Context: an optimization exercise on an open-source flow, tuned for small area and a short achievable clock period. The choices shown serve that exercise and are no tape-out recipe.
Function was checked by simulation only, so behaviour that the tests miss may differ from the original.
Power and IR drop assume default switching activity.

$ cat run.sh
#!/bin/bash
# synth_recipe.tcl (not shown) runs the flow's synth.tcl, then flattens the netlist and writes it again
# the make line also repeats each setting of config.mk as NAME=value (left out here)
make -C /OpenROAD-flow-scripts/flow DESIGN_CONFIG=/design/flow/config.mk WORK_HOME=/design/flow/orfs CLKGATE_MAP_FILE= SYNTH_SCRIPT=/design/flow/synth_recipe.tcl finish
$ cat config.mk
export PLATFORM = sky130hd
export DESIGN_NAME = ocosh_mdu
export DESIGN_NICKNAME = ocosh_mdu
export VERILOG_FILES = /design/flow/design.v
export SDC_FILE = /design/flow/constraint.sdc
export NUM_CORES = 4
export LEC_CHECK = 0
export CAP_MARGIN = 20
export CORE_MARGIN = 2
export CORE_UTILIZATION = 40
export SLEW_MARGIN = 20
$ cat design.v
module ocosh_mdu (
    input  wire        clk,
    input  wire        rst,
    input  wire        start,
    input  wire [4:0]  op,
    input  wire [31:0] a,
    input  wire [31:0] b,
    input  wire        ct,
    output wire        ready,
    output reg         done,
    output reg  [31:0] result,
    output reg         dv,
    output reg         sat
);
    localparam [4:0] OP_MULLO  = 5'h00;
    localparam [4:0] OP_MULHSS = 5'h01;
    localparam [4:0] OP_MULHUU = 5'h02;
    localparam [4:0] OP_MULHSU = 5'h03;
    localparam [4:0] OP_QUOS   = 5'h08;
    localparam [4:0] OP_QUOU   = 5'h09;
    localparam [4:0] OP_RMDS   = 5'h0A;
    localparam [4:0] OP_RMDU   = 5'h0B;
    localparam [4:0] OP_QMUL   = 5'h10;
    localparam [4:0] OP_ADDS   = 5'h12;
    localparam [4:0] OP_SUBS   = 5'h13;
    localparam [4:0] OP_SHRR   = 5'h14;
    localparam [4:0] OP_SHLS   = 5'h15;
    localparam [4:0] OP_SATH   = 5'h16;
    localparam [1:0] S_IDLE = 2'd0;
    localparam [1:0] S_MUL  = 2'd1;
    localparam [1:0] S_DIV  = 2'd2;
    localparam [1:0] S_FIN  = 2'd3;
    reg [1:0] state;
    assign ready = (state == S_IDLE);
    wire accept = start & ready;
    wire is_mul = (op == OP_MULLO) | (op == OP_MULHSS) | (op == OP_MULHUU) |
                  (op == OP_MULHSU) | (op == OP_QMUL);
    wire is_div = (op == OP_QUOS) | (op == OP_QUOU) | (op == OP_RMDS) |
                  (op == OP_RMDU);
    wire a_signed_mul = (op != OP_MULHUU);
    wire b_signed_mul = (op == OP_MULLO) | (op == OP_MULHSS) | (op == OP_QMUL);
    wire div_signed   = (op == OP_QUOS) | (op == OP_RMDS);
    reg  [31:0] q_res;
    reg         q_sat;
    wire [32:0] add_x = {a[31], a} + {b[31], b};
    wire [32:0] sub_x = {a[31], a} - {b[31], b};
    wire [4:0]  sh    = b[4:0];
    wire [31:0] shr_q    = $signed(a) >>> sh;
    wire [31:0] shr_mask = (32'h1 << sh) - 32'h1;
    wire [31:0] shr_rem  = a & shr_mask;
    wire [31:0] shr_half = (32'h1 << sh) >> 1;
    wire        shr_up   = (sh != 5'd0) &&
                           ((shr_rem > shr_half) ||
                            ((shr_rem == shr_half) && shr_q[0]));
    wire [63:0] shl_x  = {{32{a[31]}}, a} << sh;
    wire        shl_ov = (shl_x[63:31] != {33{shl_x[63]}});
    always @(*) begin
        q_res = 32'h0;
        q_sat = 1'b0;
        case (op)
            OP_ADDS: begin
                if (add_x[32] != add_x[31]) begin
                    q_res = add_x[32] ? 32'h8000_0000 : 32'h7FFF_FFFF;
                    q_sat = 1'b1;
                end else begin
                    q_res = add_x[31:0];
                end
            end
            OP_SUBS: begin
                if (sub_x[32] != sub_x[31]) begin
                    q_res = sub_x[32] ? 32'h8000_0000 : 32'h7FFF_FFFF;
                    q_sat = 1'b1;
                end else begin
                    q_res = sub_x[31:0];
                end
            end
            OP_SHRR: begin
                q_res = shr_q + {31'h0, shr_up};
            end
            OP_SHLS: begin
                if (shl_ov) begin
                    q_res = a[31] ? 32'h8000_0000 : 32'h7FFF_FFFF;
                    q_sat = 1'b1;
                end else begin
                    q_res = shl_x[31:0];
                end
            end
            OP_SATH: begin
                if (!a[31] && (a[30:15] != 16'h0000)) begin
                    q_res = 32'h0000_7FFF;
                    q_sat = 1'b1;
                end else if (a[31] && (a[30:15] != 16'hFFFF)) begin
                    q_res = 32'hFFFF_8000;
                    q_sat = 1'b1;
                end else begin
                    q_res = a;
                end
            end
            default: ;
        endcase
    end
    reg [2:0] mul_k;
    always @(*) begin
        if (ct)
            mul_k = 3'd4;
        else if (b_signed_mul) begin
            if ($signed(b) >= -32'sd128 && $signed(b) < 32'sd128)
                mul_k = 3'd1;
            else if ($signed(b) >= -32'sd32768 && $signed(b) < 32'sd32768)
                mul_k = 3'd2;
            else if ($signed(b) >= -32'sd8388608 && $signed(b) < 32'sd8388608)
                mul_k = 3'd3;
            else
                mul_k = 3'd4;
        end else begin
            if (b < 32'h0000_0100)
                mul_k = 3'd1;
            else if (b < 32'h0001_0000)
                mul_k = 3'd2;
            else if (b < 32'h0100_0000)
                mul_k = 3'd3;
            else
                mul_k = 3'd4;
        end
    end
    reg [31:0] b_aligned;
    always @(*) begin
        case (mul_k)
            3'd1:    b_aligned = {b[7:0], 24'h0};
            3'd2:    b_aligned = {b[15:0], 16'h0};
            3'd3:    b_aligned = {b[23:0], 8'h0};
            default: b_aligned = b;
        endcase
    end
    reg  [4:0]  m_op;
    reg  [32:0] m_a;         
    reg  [31:0] m_b;         
    reg         m_bsigned;
    reg         m_first;
    reg  [2:0]  m_left;
    reg  [63:0] acc;
    wire [8:0]  m_byte = {m_first & m_bsigned & m_b[31], m_b[31:24]};
    wire [41:0] m_pp   = $signed(m_a) * $signed(m_byte);
    wire [63:0] acc_next = {acc[55:0], 8'h0} + {{22{m_pp[41]}}, m_pp};
    wire [32:0] qm_q    = acc_next[63:31];
    wire [30:0] qm_rem  = acc_next[30:0];
    wire        qm_up   = (qm_rem > 31'h4000_0000) ||
                          ((qm_rem == 31'h4000_0000) && qm_q[0]);
    wire [32:0] qm_r    = qm_q + {32'h0, qm_up};
    wire        qm_sat  = (qm_r[32] != qm_r[31]);
    wire [31:0] qm_res  = qm_sat ? (qm_r[32] ? 32'h8000_0000 : 32'h7FFF_FFFF)
                                 : qm_r[31:0];
    reg [31:0] mul_res;
    always @(*) begin
        case (m_op)
            OP_MULLO: mul_res = acc_next[31:0];
            OP_QMUL:  mul_res = qm_res;
            default:  mul_res = acc_next[63:32];
        endcase
    end
    wire        a_neg = div_signed & a[31];
    wire        b_neg = div_signed & b[31];
    wire [31:0] mag_a = a_neg ? (32'h0 - a) : a;
    wire [31:0] mag_b = b_neg ? (32'h0 - b) : b;
    function [5:0] bitlen;
        input [31:0] x;
        integer i;
        begin
            bitlen = 6'd0;
            for (i = 0; i < 32; i = i + 1)
                if (x[i]) bitlen = i[5:0] + 6'd1;
        end
    endfunction
    wire [5:0]  len_a = bitlen(mag_a);
    wire [5:0]  len_b = bitlen(mag_b);
    wire        d_zero = (b == 32'h0);
    wire        d_ovf  = div_signed & (a == 32'h8000_0000) & (b == 32'hFFFF_FFFF);
    wire        d_small = (len_a < len_b);
    wire        d_triv = d_zero | d_ovf | d_small;
    wire [5:0]  d_n     = len_a - len_b + 6'd1;
    wire [4:0]  d_steps = ct ? 5'd16 : d_n[5:1] + {4'h0, d_n[0]};
    wire [5:0]  d_bits  = {d_steps, 1'b0};           
    wire [63:0] d_shift = {32'h0, mag_a} << (6'd32 - d_bits);
    reg  [4:0]  d_op;
    reg  [32:0] d_r;         
    reg  [31:0] d_x;         
    reg  [31:0] d_q;         
    reg  [31:0] d_b;         
    reg  [4:0]  d_left;      
    reg  [4:0]  d_wait;      
    reg         d_qneg;
    reg         d_rneg;
    reg         d_istriv;
    reg  [31:0] d_triv_q;
    reg  [31:0] d_triv_r;
    reg         d_triv_dv;
    wire [32:0] d_r1  = {d_r[31:0], d_x[31]};
    wire        d_ge1 = (d_r1 >= {1'b0, d_b});
    wire [32:0] d_r1s = d_ge1 ? (d_r1 - {1'b0, d_b}) : d_r1;
    wire [32:0] d_r2  = {d_r1s[31:0], d_x[30]};
    wire        d_ge2 = (d_r2 >= {1'b0, d_b});
    wire [32:0] d_r2s = d_ge2 ? (d_r2 - {1'b0, d_b}) : d_r2;
    wire [31:0] d_qf = d_qneg ? (32'h0 - d_q) : d_q;
    wire [31:0] d_rf = d_rneg ? (32'h0 - d_r[31:0]) : d_r[31:0];
    reg [31:0] div_res;
    always @(*) begin
        if (d_istriv)
            div_res = ((d_op == OP_QUOS) || (d_op == OP_QUOU)) ? d_triv_q : d_triv_r;
        else
            div_res = ((d_op == OP_QUOS) || (d_op == OP_QUOU)) ? d_qf : d_rf;
    end
    always @(posedge clk) begin
        if (rst) begin
            state  <= S_IDLE;
            done   <= 1'b0;
            result <= 32'h0;
            dv     <= 1'b0;
            sat    <= 1'b0;
        end else begin
            done <= 1'b0;
            case (state)
                S_IDLE: begin
                    if (accept) begin
                        if (is_mul) begin
                            state     <= S_MUL;
                            m_op      <= op;
                            m_a       <= {a_signed_mul & a[31], a};
                            m_b       <= b_aligned;
                            m_bsigned <= b_signed_mul;
                            m_first   <= 1'b1;
                            m_left    <= mul_k;
                            acc       <= 64'h0;
                        end else if (is_div) begin
                            state     <= S_DIV;
                            d_op      <= op;
                            d_b       <= mag_b;
                            d_r       <= {1'b0, d_shift[63:32]};
                            d_x       <= d_shift[31:0];
                            d_q       <= 32'h0;
                            d_left    <= d_triv ? 5'd0 : d_steps;
                            d_wait    <= ct ? 5'd16 : (d_triv ? 5'd1 : d_steps);
                            d_qneg    <= a_neg ^ b_neg;
                            d_rneg    <= a_neg;
                            d_istriv  <= d_triv;
                            d_triv_q  <= (d_zero || d_ovf) ? a : 32'h0;
                            d_triv_r  <= (d_zero || d_ovf) ? 32'h0 : a;
                            d_triv_dv <= d_zero | d_ovf;
                        end else begin
                            done   <= 1'b1;
                            result <= q_res;
                            dv     <= 1'b0;
                            sat    <= q_sat;
                        end
                    end
                end
                S_MUL: begin
                    acc     <= acc_next;
                    m_b     <= {m_b[23:0], 8'h0};
                    m_first <= 1'b0;
                    m_left  <= m_left - 3'd1;
                    if (m_left == 3'd1) begin
                        state  <= S_IDLE;
                        done   <= 1'b1;
                        result <= mul_res;
                        dv     <= 1'b0;
                        sat    <= (m_op == OP_QMUL) & qm_sat;
                    end
                end
                S_DIV: begin
                    if (d_left != 5'd0) begin
                        d_r    <= d_r2s;
                        d_x    <= {d_x[29:0], 2'b00};
                        d_q    <= {d_q[29:0], d_ge1, d_ge2};
                        d_left <= d_left - 5'd1;
                    end
                    d_wait <= d_wait - 5'd1;
                    if (d_wait == 5'd1)
                        state <= S_FIN;
                end
                S_FIN: begin
                    state  <= S_IDLE;
                    done   <= 1'b1;
                    result <= div_res;
                    dv     <= d_istriv & d_triv_dv;
                    sat    <= 1'b0;
                end
                default: state <= S_IDLE;
            endcase
        end
    end
endmodule
$ cat constraint.sdc
create_clock -name core_clock -period 11.0 [get_ports {clk}]
set_input_delay 2.2000 -clock core_clock [delete_from_list [all_inputs] [get_ports {clk}]]
set_output_delay 2.2000 -clock core_clock [all_outputs]
set_load 0.01 [all_outputs]
==> impl_metrics.env <==
export IMPL_design_die_area_um2=131000
export IMPL_postLayoutCellArea_um2=56300
export IMPL_cts_root_buf="clkbuf_16"
export IMPL_drt_total_wl_um=218000
export IMPL_cts_tree="done"
export IMPL_critPathArrivalTime_ns=11.13
export IMPL_seqPwrFrac_pct=14.4
export IMPL_switching_share_pct=53.3
export IMPL_max_freq_mhz=94.6
export IMPL_cts_buffer_depth=3
export IMPL_drv_slew=0
export IMPL_worstSetupEndpointType="flip-flop"
export IMPL_first_global_vias=46500
export IMPL_yosysWarningCount=1
export IMPL_yosys_most_used_dff="edfxtp_1"
export IMPL_initial_core_util_pct=40.2
export IMPL_post_route_util_pct=44.2
export IMPL_setup_viol_count_final=0
export IMPL_finalHoldViolCount=0
export IMPL_die_w_um=361
export IMPL_worst_ep_required_time_ns=11.56
export IMPL_async_reset_ff_share_pct=0
export IMPL_grt_util_met1_pct=42.0
export IMPL_port_buffers=108
export IMPL_grt_overflow=0
export IMPL_drive_gt1_share_pct=10.2
export IMPL_hpwl_um=172000
export IMPL_syn_avg_cell_area_um2=8.49
export IMPL_area_delta_synth_final_pct=10.1
export IMPL_grt_pass1_wl_um=315000
export IMPL_nets=6714
export IMPL_path_delay_family="simple AND/OR/NAND/NOR gates"
export IMPL_yosys_area_top_type="edfxtp_1"
export IMPL_switching_power_mw=6.58
export IMPL_setup_tns_ns=0
export IMPL_synth_seq_cells=378
export IMPL_dieHeight_um=361
export IMPL_peakVddDrop_mv=0.203
export IMPL_crit_path_start_kind="flip-flop"
export IMPL_p_comb_share_pct=72.9
export IMPL_gp_congestion=1.10
export IMPL_cts_buffers_inserted=49
export IMPL_synth_area_um2=51100
export IMPL_whs_ns=0.524
export IMPL_wl_per_cell_um=28.1
export IMPL_post_dp_cell_area_um2=54700
export IMPL_power_frac_clock_pct=12.8
export IMPL_yosysTopAreaCellShare_pct=20.0
export IMPL_dp_cells=7660
export IMPL_grt_antenna_before_repair=11
export IMPL_clkTransAtPathRegs_ns=0.06
export IMPL_grt_busiest_layer="met2"
export IMPL_drc=0
export IMPL_drt_iter0_drc=6219
export IMPL_route_vias_total=48800
export IMPL_synth_edf_count=341
export IMPL_seq_area_um2=11000
export IMPL_cts_htree_levels=2
export IMPL_first_pass_iters=7
export IMPL_maxCapViolations=0
export IMPL_relSlewSlack_pct=25.4
export IMPL_ant_nets=0
export IMPL_worst_path_largest_cell_delay_ns=0.64
export IMPL_worst_pin_slew_ns=1.12
export IMPL_core_area_um2=127000
export IMPL_final_cells=7759
export IMPL_synth_area_leaders="edfxtp_1 20%, fa_1 9.6%, ha_1 8.3%"
export IMPL_power_density_nw_per_um2=220
export IMPL_crit_type="flip-flop to flip-flop"
export IMPL_use_met3_pct=5.86
export IMPL_pre_cts_slack_ns=0.267
export IMPL_cts_sinks=378
export IMPL_min_period_ns=10.57
export IMPL_met2_usage_pct=50.6
export IMPL_total_power_mw=12.4
export IMPL_ys_seq_area_share_pct=21.5
export IMPL_io_pins=109
export IMPL_critPathMaxFanout=24
export IMPL_synthCells=6017
export IMPL_status="no timing/DRC/antenna violations"
export IMPL_synth_fp_nets=6677
export IMPL_cp_num_buf_inv=5
export IMPL_viasPerCell=6.29
export IMPL_total_leakage_power_nw=22.3
export IMPL_period_share_pct=96.1
export IMPL_ys_types=110
export IMPL_crit_top_cell="fa_1"
export IMPL_multi_input_area_um2=37300
export IMPL_clock_latency_ns=0.65
export IMPL_internal_power_mw=5.77
export IMPL_crit_slowest_cell="xnor2_1"
export IMPL_rows=131
export IMPL_fin_ws_ns=0.430
export IMPL_grt_max_degree=80
export IMPL_fillers=12700
export IMPL_grt_total_usage_pct=32.3
export IMPL_holdCritPathClass="flip-flop to flip-flop"
export IMPL_fin_skew_ns=0.0550
## worst register-to-register path: cells and delay by family (launching register included)
kind	cells	cell delay (ns)
simple gates	16	3.71
fa+ha+maj	7	2.96
buf+inv	5	0.68
xor+xnor	2	0.78
flops	1	0.52
compound gates	8	1.89
## what timing repair did
action,in CTS,in global routing
setup buffers,0,5
endpoints found under the hold margin,0,0
gates resized for setup,0,7
hold buffers,0,0
endpoints found under the setup margin,0,31
## registers in the layout (all words and copies together), names as in the netlist, 2 cells and up
register	flops
m_b	32
acc	56
d_b	32
d_triv_q	32
d_r	32
state	2
m_left	3
m_a	33
d_q	32
d_op	4
result	32
m_op	5
d_triv_r	32
d_left	5
d_x	32
d_wait	5
## metal layers
layer	vias up	part of all wire (%)
met3	632	8.9
met1	23700	40
met4	12	6.7
met5	-	0.037
li1	21700	-
met2	2661	44
## synthesized netlist by cell type, types with 51 or more instances
master	instances
nor2_1	484
o21ai_0	333
mux2_2	64
o21bai_1	67
and3_1	55
fa_1	246
a21o_1	84
xor2_1	85
a211oi_1	67
edfxtp_1	341
mux4_2	110
mux2i_1	89
ha_1	341
nand2_1	577
nand3_1	112
a21oi_1	448
inv_1	430
and2_1	263
nand4_1	66
xnor2_1	305
nor3_1	131
clkbuf_1	293
o31ai_1	56
a31oi_1	65
nand2b_1	51
nor2b_1	73
## path summary, 6_finish.rpt
path / start / end / slack (ns) / cells past startpoint
worst max-delay path: m_b[26]$_DFFE_PP_ / sat$_SDFFE_PP0P_ / 0.43 / 38
worst min-delay path: state[1]$_SDFFE_PP0P_ / state[1]$_SDFFE_PP0P_ / 0.52 / 2
worst max register to register: m_b[26]$_DFFE_PP_ / sat$_SDFFE_PP0P_ / 0.43 / 38
worst min register to register: state[1]$_SDFFE_PP0P_ / state[1]$_SDFFE_PP0P_ / 0.52 / 2
## cell type report
type / count / share of cell area [%]
Antenna cell: 4 / 0.0178
Clock buffer: 57 / 2.25
Clock inverter: 33 / 0.423
Inverter: 434 / 2.90
Multi-Input combinational cell: 4852 / 66.2
Sequential cell: 378 / 19.5
Tap cell: 1662 / 3.70
Timing Repair Buffer: 339 / 4.98
## power groups by stage
| stage | Sequential (mW) | Combinational [mW] | Clock (mW) |
|---|---|---|---|
| global placement | 1.80 | 8.66 | 0 |
| floorplan | 1.77 | 5.36 | 0 |
| finish | 1.78 | 9.00 | 1.58 |
| detailed placement | 1.80 | 8.61 | 0 |
| global route | 1.77 | 9.50 | 1.65 |
| CTS | 1.77 | 8.67 | 1.60 |
## layout by cell type, fill, tap and decap left out, types with 23 or more instances in the layout
| cell type | n |
|---|---|
| mux2_2 | 64 |
| or3_1 | 33 |
| or2_2 | 46 |
| dfxtp_1 | 37 |
| a221oi_1 | 27 |
| xnor2_1 | 302 |
| nand2_1 | 577 |
| nor3_1 | 129 |
| ha_1 | 339 |
| mux2i_1 | 89 |
| clkbuf_16 | 49 |
| nor2_1 | 482 |
| clkdlybuf4s50_1 | 101 |
| o21a_1 | 49 |
| nand2b_1 | 51 |
| a21o_1 | 84 |
| nand4_1 | 66 |
| xor2_1 | 84 |
| o211ai_1 | 48 |
| buf_4 | 233 |
| o221ai_1 | 23 |
| and3_1 | 55 |
| nand3_1 | 112 |
| fa_1 | 246 |
| edfxtp_1 | 341 |
| a21oi_1 | 446 |
| o21ai_0 | 331 |
| and2_1 | 262 |
| or4_1 | 26 |
| mux4_2 | 110 |
| o21bai_1 | 67 |
| o31ai_1 | 56 |
| inv_1 | 428 |
| nor4_1 | 43 |
| o41ai_1 | 27 |
| nor2b_1 | 71 |
| a31oi_1 | 65 |
| a211oi_1 | 65 |
## kinds of logic (layout without fill, tap and decap cells)
logic type | count (synthesis) | after routing | share of synthesized area [%]
and+or+nand+nor | 2039 | 2039 | 19.7
AOI/OAI and AO/OA | 1571 | 1571 | 20.1
buffers and inverters | 787 | 863 | 5.97
adders and majority gates | 587 | 587 | 18.0
xor gates and xnor gates | 392 | 392 | 6.76
DFF | 378 | 378 | 21.5
muxes | 263 | 263 | 8.00
other | 0 | 4 | 0

-- afterwards: timing with drivers on the ports --
Ports are ideal in the flow. The routed layout listed here was re-timed in OpenROAD. Step 1 (the two cells are an assumption about what drives the block):
set clk [get_ports {clk}]
set_driving_cell -lib_cell sky130_fd_sc_hd__clkbuf_16 $clk
set_driving_cell -lib_cell sky130_fd_sc_hd__buf_2 [delete_from_list [all_inputs] $clk]
Step 2 also shifts input and output timing later by t, the mid clock arrival at the registers, as if the neighbouring blocks saw the same clock. Slacks: no drivers / after step 1 / after step 2; pairs: no drivers / after step 1.
shift t [ns]: 0.698
setup WS [ns]: 0.430 / 0.430 / 0.257
clock arrival spread, ns: 0.055 / 0.055
worst slew at a driven data input, ns: 0.16
After both steps setup and hold are still met in this run. The setup slack of this run moves by 0.000 ns with the drivers and by -0.173 ns with both steps.
